Source: an optimization exercise on an open RTL-to-GDS flow (aim: small area, a short achievable clock period and few clock cycles). Production flows keep margins and buffers that such runs may drop.
Only simulation tests tie the RTL to the original design; equivalence was not proved.

rev 12:
==> flow/design.v <==
module sha256_core (
    input  wire         clk,
    input  wire         rst,
    input  wire         in_valid,
    input  wire         in_first,
    input  wire [31:0]  in_data,
    output wire         in_ready,
    output reg          out_valid,
    output wire [255:0] digest
);
    localparam [31:0] IV0 = 32'h6a09e667, IV1 = 32'hbb67ae85,
                      IV2 = 32'h3c6ef372, IV3 = 32'ha54ff53a,
                      IV4 = 32'h510e527f, IV5 = 32'h9b05688c,
                      IV6 = 32'h1f83d9ab, IV7 = 32'h5be0cd19;
    function [31:0] rotr;
        input [31:0] x;
        input integer n;
        begin
            rotr = (x >> n) | (x << (32 - n));
        end
    endfunction
    function [31:0] csa_s;
        input [31:0] x, y, z;
        begin
            csa_s = x ^ y ^ z;
        end
    endfunction
    function [31:0] csa_c;
        input [31:0] x, y, z;
        begin
            csa_c = ((x & y) | (x & z) | (y & z)) << 1;
        end
    endfunction
    function [31:0] add32;
        input [31:0] x, y;
        reg   [31:0] p, gg, pp, g2, p2;
        integer k, n, m;
        begin
            p  = x ^ y;
            gg = x & y;
            pp = p;
            for (k = 0; k < 5; k = k + 1) begin
                g2 = gg;
                p2 = pp;
                for (n = 0; n < 32; n = n + 1)
                    if (((n >> k) & 1) == 1) begin
                        m = ((n >> k) << k) - 1;
                        g2[n] = gg[n] | (pp[n] & gg[m]);
                        p2[n] = pp[n] & pp[m];
                    end
                gg = g2;
                pp = p2;
            end
            add32 = p ^ {gg[30:0], 1'b0};
        end
    endfunction
    reg        running;      
    reg [5:0]  t;            
    reg [5:0]  kx;           
    reg        fin;          
    reg [1:0]  hp;           
    reg [3:0]  q;            
    reg [4:0]  j;            
    reg        nf;           
    reg        cf;           
    reg        init;         
    reg        last;         
    reg        fadd;         
    assign in_ready = (j == 5'd0) ? (hp == 2'd3 && (!running || t >= 6'd48))
                                  : (j != 5'd16 && q == j[3:0]);
    wire take  = in_valid && in_ready;
    wire start = init && (j[4] || in_valid);
    wire idle_init = init && !running;
    wire       running_n = start || (running && !last);
    wire [3:0] q_n       = (take && j == 5'd0) ? 4'd1 : q + 4'd1;
    wire [4:0] j_n       = start ? 5'd0 : take ? j + 5'd1 : j;
    reg [31:0] k_n;
    always @(*) begin
        case (kx)
            6'd0:  k_n = 32'h428a2f98;  6'd1:  k_n = 32'h71374491;
            6'd2:  k_n = 32'hb5c0fbcf;  6'd3:  k_n = 32'he9b5dba5;
            6'd4:  k_n = 32'h3956c25b;  6'd5:  k_n = 32'h59f111f1;
            6'd6:  k_n = 32'h923f82a4;  6'd7:  k_n = 32'hab1c5ed5;
            6'd8:  k_n = 32'hd807aa98;  6'd9:  k_n = 32'h12835b01;
            6'd10: k_n = 32'h243185be;  6'd11: k_n = 32'h550c7dc3;
            6'd12: k_n = 32'h72be5d74;  6'd13: k_n = 32'h80deb1fe;
            6'd14: k_n = 32'h9bdc06a7;  6'd15: k_n = 32'hc19bf174;
            6'd16: k_n = 32'he49b69c1;  6'd17: k_n = 32'hefbe4786;
            6'd18: k_n = 32'h0fc19dc6;  6'd19: k_n = 32'h240ca1cc;
            6'd20: k_n = 32'h2de92c6f;  6'd21: k_n = 32'h4a7484aa;
            6'd22: k_n = 32'h5cb0a9dc;  6'd23: k_n = 32'h76f988da;
            6'd24: k_n = 32'h983e5152;  6'd25: k_n = 32'ha831c66d;
            6'd26: k_n = 32'hb00327c8;  6'd27: k_n = 32'hbf597fc7;
            6'd28: k_n = 32'hc6e00bf3;  6'd29: k_n = 32'hd5a79147;
            6'd30: k_n = 32'h06ca6351;  6'd31: k_n = 32'h14292967;
            6'd32: k_n = 32'h27b70a85;  6'd33: k_n = 32'h2e1b2138;
            6'd34: k_n = 32'h4d2c6dfc;  6'd35: k_n = 32'h53380d13;
            6'd36: k_n = 32'h650a7354;  6'd37: k_n = 32'h766a0abb;
            6'd38: k_n = 32'h81c2c92e;  6'd39: k_n = 32'h92722c85;
            6'd40: k_n = 32'ha2bfe8a1;  6'd41: k_n = 32'ha81a664b;
            6'd42: k_n = 32'hc24b8b70;  6'd43: k_n = 32'hc76c51a3;
            6'd44: k_n = 32'hd192e819;  6'd45: k_n = 32'hd6990624;
            6'd46: k_n = 32'hf40e3585;  6'd47: k_n = 32'h106aa070;
            6'd48: k_n = 32'h19a4c116;  6'd49: k_n = 32'h1e376c08;
            6'd50: k_n = 32'h2748774c;  6'd51: k_n = 32'h34b0bcb5;
            6'd52: k_n = 32'h391c0cb3;  6'd53: k_n = 32'h4ed8aa4a;
            6'd54: k_n = 32'h5b9cca4f;  6'd55: k_n = 32'h682e6ff3;
            6'd56: k_n = 32'h748f82ee;  6'd57: k_n = 32'h78a5636f;
            6'd58: k_n = 32'h84c87814;  6'd59: k_n = 32'h8cc70208;
            6'd60: k_n = 32'h90befffa;  6'd61: k_n = 32'ha4506ceb;
            6'd62: k_n = 32'hbef9a3f7;  default: k_n = 32'hc67178f2;
        endcase
    end
    reg [31:0] w [0:15];                 
    reg [31:0] a, b, c, d, e, f, g;      
    reg [31:0] pk;                       
    reg [31:0] x0, x1, x2, x3;           
    reg [31:0] y0, y1, y2, y3;           
    wire [31:0] xh0 = cf ? IV0 : x2;
    wire [31:0] yh0 = cf ? IV4 : y2;
    reg  [31:0] xiv, yiv;
    always @(*) begin
        case (t[1:0])
            2'd1:    begin xiv = IV3; yiv = IV7; end
            2'd2:    begin xiv = IV2; yiv = IV6; end
            default: begin xiv = IV1; yiv = IV5; end
        endcase
    end
    wire [31:0] xadd = fadd ? a : 32'd0;
    wire [31:0] yadd = fadd ? e : 32'd0;
    wire [31:0] xhd  = (fadd && cf) ? xiv : x3;
    wire [31:0] yhd  = (fadd && cf) ? yiv : y3;
    wire [31:0] xm   = last ? xh0 : 32'd0;
    wire [31:0] ym   = last ? yh0 : 32'd0;
    wire [31:0] s1 = rotr(e, 6) ^ rotr(e, 11) ^ rotr(e, 25);
    wire [31:0] ch = (e & f) ^ (~e & g);
    wire [31:0] s0 = rotr(a, 2) ^ rotr(a, 13) ^ rotr(a, 22);
    wire [31:0] mj = (a & b) ^ (a & c) ^ (b & c);
    wire [31:0] es1 = csa_s(s1, ch, pk),    ec1 = csa_c(s1, ch, pk);
    wire [31:0] es2 = csa_s(es1, ec1, d),   ec2 = csa_c(es1, ec1, d);
    wire [31:0] es3 = csa_s(es2, ec2, ym),  ec3 = csa_c(es2, ec2, ym);
    wire [31:0] e_new = add32(es3, ec3);
    wire [31:0] as1 = csa_s(s0, mj, xm),    ac1 = csa_c(s0, mj, xm);
    wire [31:0] as2 = csa_s(es1, ec1, as1), ac2 = csa_c(es1, ec1, as1);
    wire [31:0] as3 = csa_s(as2, ac2, ac1), ac3 = csa_c(as2, ac2, ac1);
    wire [31:0] a_new = add32(as3, ac3);
    wire [31:0] ss0 = rotr(w[1], 7) ^ rotr(w[1], 18) ^ (w[1] >> 3);
    wire [31:0] ss1 = rotr(w[14], 17) ^ rotr(w[14], 19) ^ (w[14] >> 10);
    wire [31:0] ws1 = csa_s(ss1, w[9], ss0), wc1 = csa_c(ss1, w[9], ss0);
    wire [31:0] ws2 = csa_s(ws1, wc1, w[0]), wc2 = csa_c(ws1, wc1, w[0]);
    wire [31:0] wnew = add32(ws2, wc2);
    wire [31:0] x_in = add32(xhd, xadd);
    wire [31:0] y_in = add32(yhd, yadd);
    wire [31:0] hsel = init ? (nf ? IV7 : y1) : g;
    wire [31:0] ks1 = csa_s(hsel, k_n, w[1]), kc1 = csa_c(hsel, k_n, w[1]);
    integer i;
    always @(posedge clk) begin
        for (i = 0; i < 15; i = i + 1)
            w[i] <= w[i + 1];
        if (running && t < 6'd48)
            w[15] <= wnew;
        else if (take)
            w[15] <= in_data;
        else
            w[15] <= w[0];
        if (idle_init || (init && nf))
            a <= nf ? IV0 : x2;
        else
            a <= a_new;
        if (idle_init || (init && nf))
            e <= nf ? IV4 : y2;
        else
            e <= e_new;
        if (init) begin
            b <= nf ? IV1 : x_in;
            c <= nf ? IV2 : x0;
            d <= nf ? IV3 : x1;
            f <= nf ? IV5 : y_in;
            g <= nf ? IV6 : y0;
        end else begin
            b <= a; c <= b; d <= c;
            f <= e; g <= f;
        end
        pk <= add32(ks1, kc1);
        x0 <= x_in; x1 <= x0; x2 <= x1; x3 <= last ? a_new : x2;
        y0 <= y_in; y1 <= y0; y2 <= y1; y3 <= last ? e_new : y2;
        q <= q_n;
        if (take && j == 5'd0)
            nf <= in_first;
        if (start)
            cf <= nf;
        kx <= start ? 6'd1 : (running && !last) ? kx + 6'd1 : 6'd0;
        t  <= start ? 6'd0 : t + 6'd1;
        if (rst) begin
            running   <= 1'b0;
            fin       <= 1'b0;
            init      <= 1'b0;
            last      <= 1'b0;
            fadd      <= 1'b0;
            hp        <= 2'd3;
            j         <= 5'd0;
            out_valid <= 1'b0;
        end else begin
            out_valid <= fin;
            fin       <= last;
            last      <= running && t == 6'd62;
            fadd      <= running && t >= 6'd60 && t != 6'd63;
            hp        <= hp + 2'd1;
            running   <= running_n;
            j         <= j_n;
            init      <= q_n == 4'd15 && (j_n[4] || j_n == 5'd15) &&
                         (!running_n || (running && t == 6'd62));
        end
    end
    assign digest = {x0, x1, x2, x3, y0, y1, y2, y3};
endmodule
Settings: LEC_CHECK=0, CAP_MARGIN=20, CORE_MARGIN=2, CORE_UTILIZATION=60, CTS_CLUSTER_DIAMETER=130, CTS_CLUSTER_SIZE=24, SETUP_SLACK_MARGIN=5, SLEW_MARGIN=20, TNS_END_PERCENT=100; clock period 10.0 ns.
run.sh (not shown) runs the stock make flow with config.mk's settings and CLKGATE_MAP_FILE= SYNTH_SCRIPT=/design/flow/synth_recipe.tcl, a recipe that flattens the netlist after the stock synthesis.
Rev 12 went all the way through synthesis, placement and routing and the layout is clean on timing, DRC and antenna.
Testbench counts of rev 12, summed over its fixed seeds: cycles 32,904.
Relative to rev 12, the following input files were edited for rev 13:
--- a/flow/design.v
+++ b/flow/design.v
@@ -54,9 +54,8 @@
             add32 = p ^ {gg[30:0], 1'b0};
         end
     endfunction
     reg        running;      
-    reg [5:0]  t;            
     reg [5:0]  kx;           
     reg        fin;          
     reg [1:0]  hp;           
     reg [3:0]  q;            
@@ -65,9 +64,9 @@
     reg        cf;           
     reg        init;         
     reg        last;         
     reg        fadd;         
-    assign in_ready = (j == 5'd0) ? (hp == 2'd3 && (!running || t >= 6'd48))
+    assign in_ready = (j == 5'd0) ? (hp == 2'd3 && (!running || kx == 6'd0 || kx >= 6'd49))
                                   : (j != 5'd16 && q == j[3:0]);
     wire take  = in_valid && in_ready;
     wire start = init && (j[4] || in_valid);
     wire idle_init = init && !running;
@@ -119,11 +118,11 @@
     wire [31:0] xh0 = cf ? IV0 : x2;
     wire [31:0] yh0 = cf ? IV4 : y2;
     reg  [31:0] xiv, yiv;
     always @(*) begin
-        case (t[1:0])
-            2'd1:    begin xiv = IV3; yiv = IV7; end
-            2'd2:    begin xiv = IV2; yiv = IV6; end
+        case (kx[1:0])
+            2'd2:    begin xiv = IV3; yiv = IV7; end
+            2'd3:    begin xiv = IV2; yiv = IV6; end
             default: begin xiv = IV1; yiv = IV5; end
         endcase
     end
     wire [31:0] xadd = fadd ? a : 32'd0;
@@ -156,9 +155,9 @@
     integer i;
     always @(posedge clk) begin
         for (i = 0; i < 15; i = i + 1)
             w[i] <= w[i + 1];
-        if (running && t < 6'd48)
+        if (running && kx != 6'd0 && kx <= 6'd48)
             w[15] <= wnew;
         else if (take)
             w[15] <= in_data;
         else
@@ -189,9 +188,8 @@
             nf <= in_first;
         if (start)
             cf <= nf;
         kx <= start ? 6'd1 : (running && !last) ? kx + 6'd1 : 6'd0;
-        t  <= start ? 6'd0 : t + 6'd1;
         if (rst) begin
             running   <= 1'b0;
             fin       <= 1'b0;
             init      <= 1'b0;
@@ -202,15 +200,15 @@
             out_valid <= 1'b0;
         end else begin
             out_valid <= fin;
             fin       <= last;
-            last      <= running && t == 6'd62;
-            fadd      <= running && t >= 6'd60 && t != 6'd63;
+            last      <= running && kx == 6'd63;
+            fadd      <= running && kx >= 6'd61;
             hp        <= hp + 2'd1;
             running   <= running_n;
             j         <= j_n;
             init      <= q_n == 4'd15 && (j_n[4] || j_n == 5'd15) &&
-                         (!running_n || (running && t == 6'd62));
+                         (!running_n || (running && kx == 6'd63));
         end
     end
     assign digest = {x0, x1, x2, x3, y0, y1, y2, y3};
 endmodule
Findings:
Rev 13 and rev 12 ended up with roughly the same non-clock buffer share of cell area.
Summary of the comparison: final critical path time including I/O delays and setup is higher in rev 13, relative to rev 12.
Side by side, post-synthesis instance area turned out lower in rev 13 than in rev 12.
Between rev 13 and rev 12, the clock-pin slew on the worst setup and hold paths figures differ only marginally.
| worst-case headroom to the max-slew limit | lower: rev 12 |
Of rev 12 and rev 13, the lower peak fanout along the critical path belongs to rev 13.
Compared to rev 12, rev 13 has fewer flip-flops.
Testbench counts of rev 13, summed over its fixed seeds: cycles 32,904.

==> separate check: timing with driven ports <==
No port has a modelled driver above. Below, the same layouts with a new extraction and two added sets of constraints. Step 1 (the two cells are an assumption about what drives the block):
set clk [get_ports {clk}]
set_driving_cell -lib_cell sky130_fd_sc_hd__clkbuf_16 $clk
set_driving_cell -lib_cell sky130_fd_sc_hd__buf_2 [delete_from_list [all_inputs] $clk]
Step 2 adds t to the input delays and takes it off the output delays; t is the mean of the earliest and latest rising clock arrival at the registers after step 1. Input paths then give back, and output paths get back, about the clock's delay inside the block. a / b / c = no drivers / after step 1 / after step 2; a / b = the first two.
run	t (ns)	setup WS [ns]	worst setup path at the end	clock arrival spread, ns
rev 12	0.724	5.033 / 5.033 / 5.033	register to register	0.024 / 0.025
rev 13	0.732	5.006 / 4.941 / 5.006	register to register	0.027 / 0.028
After both steps every run listed still meets setup and hold.
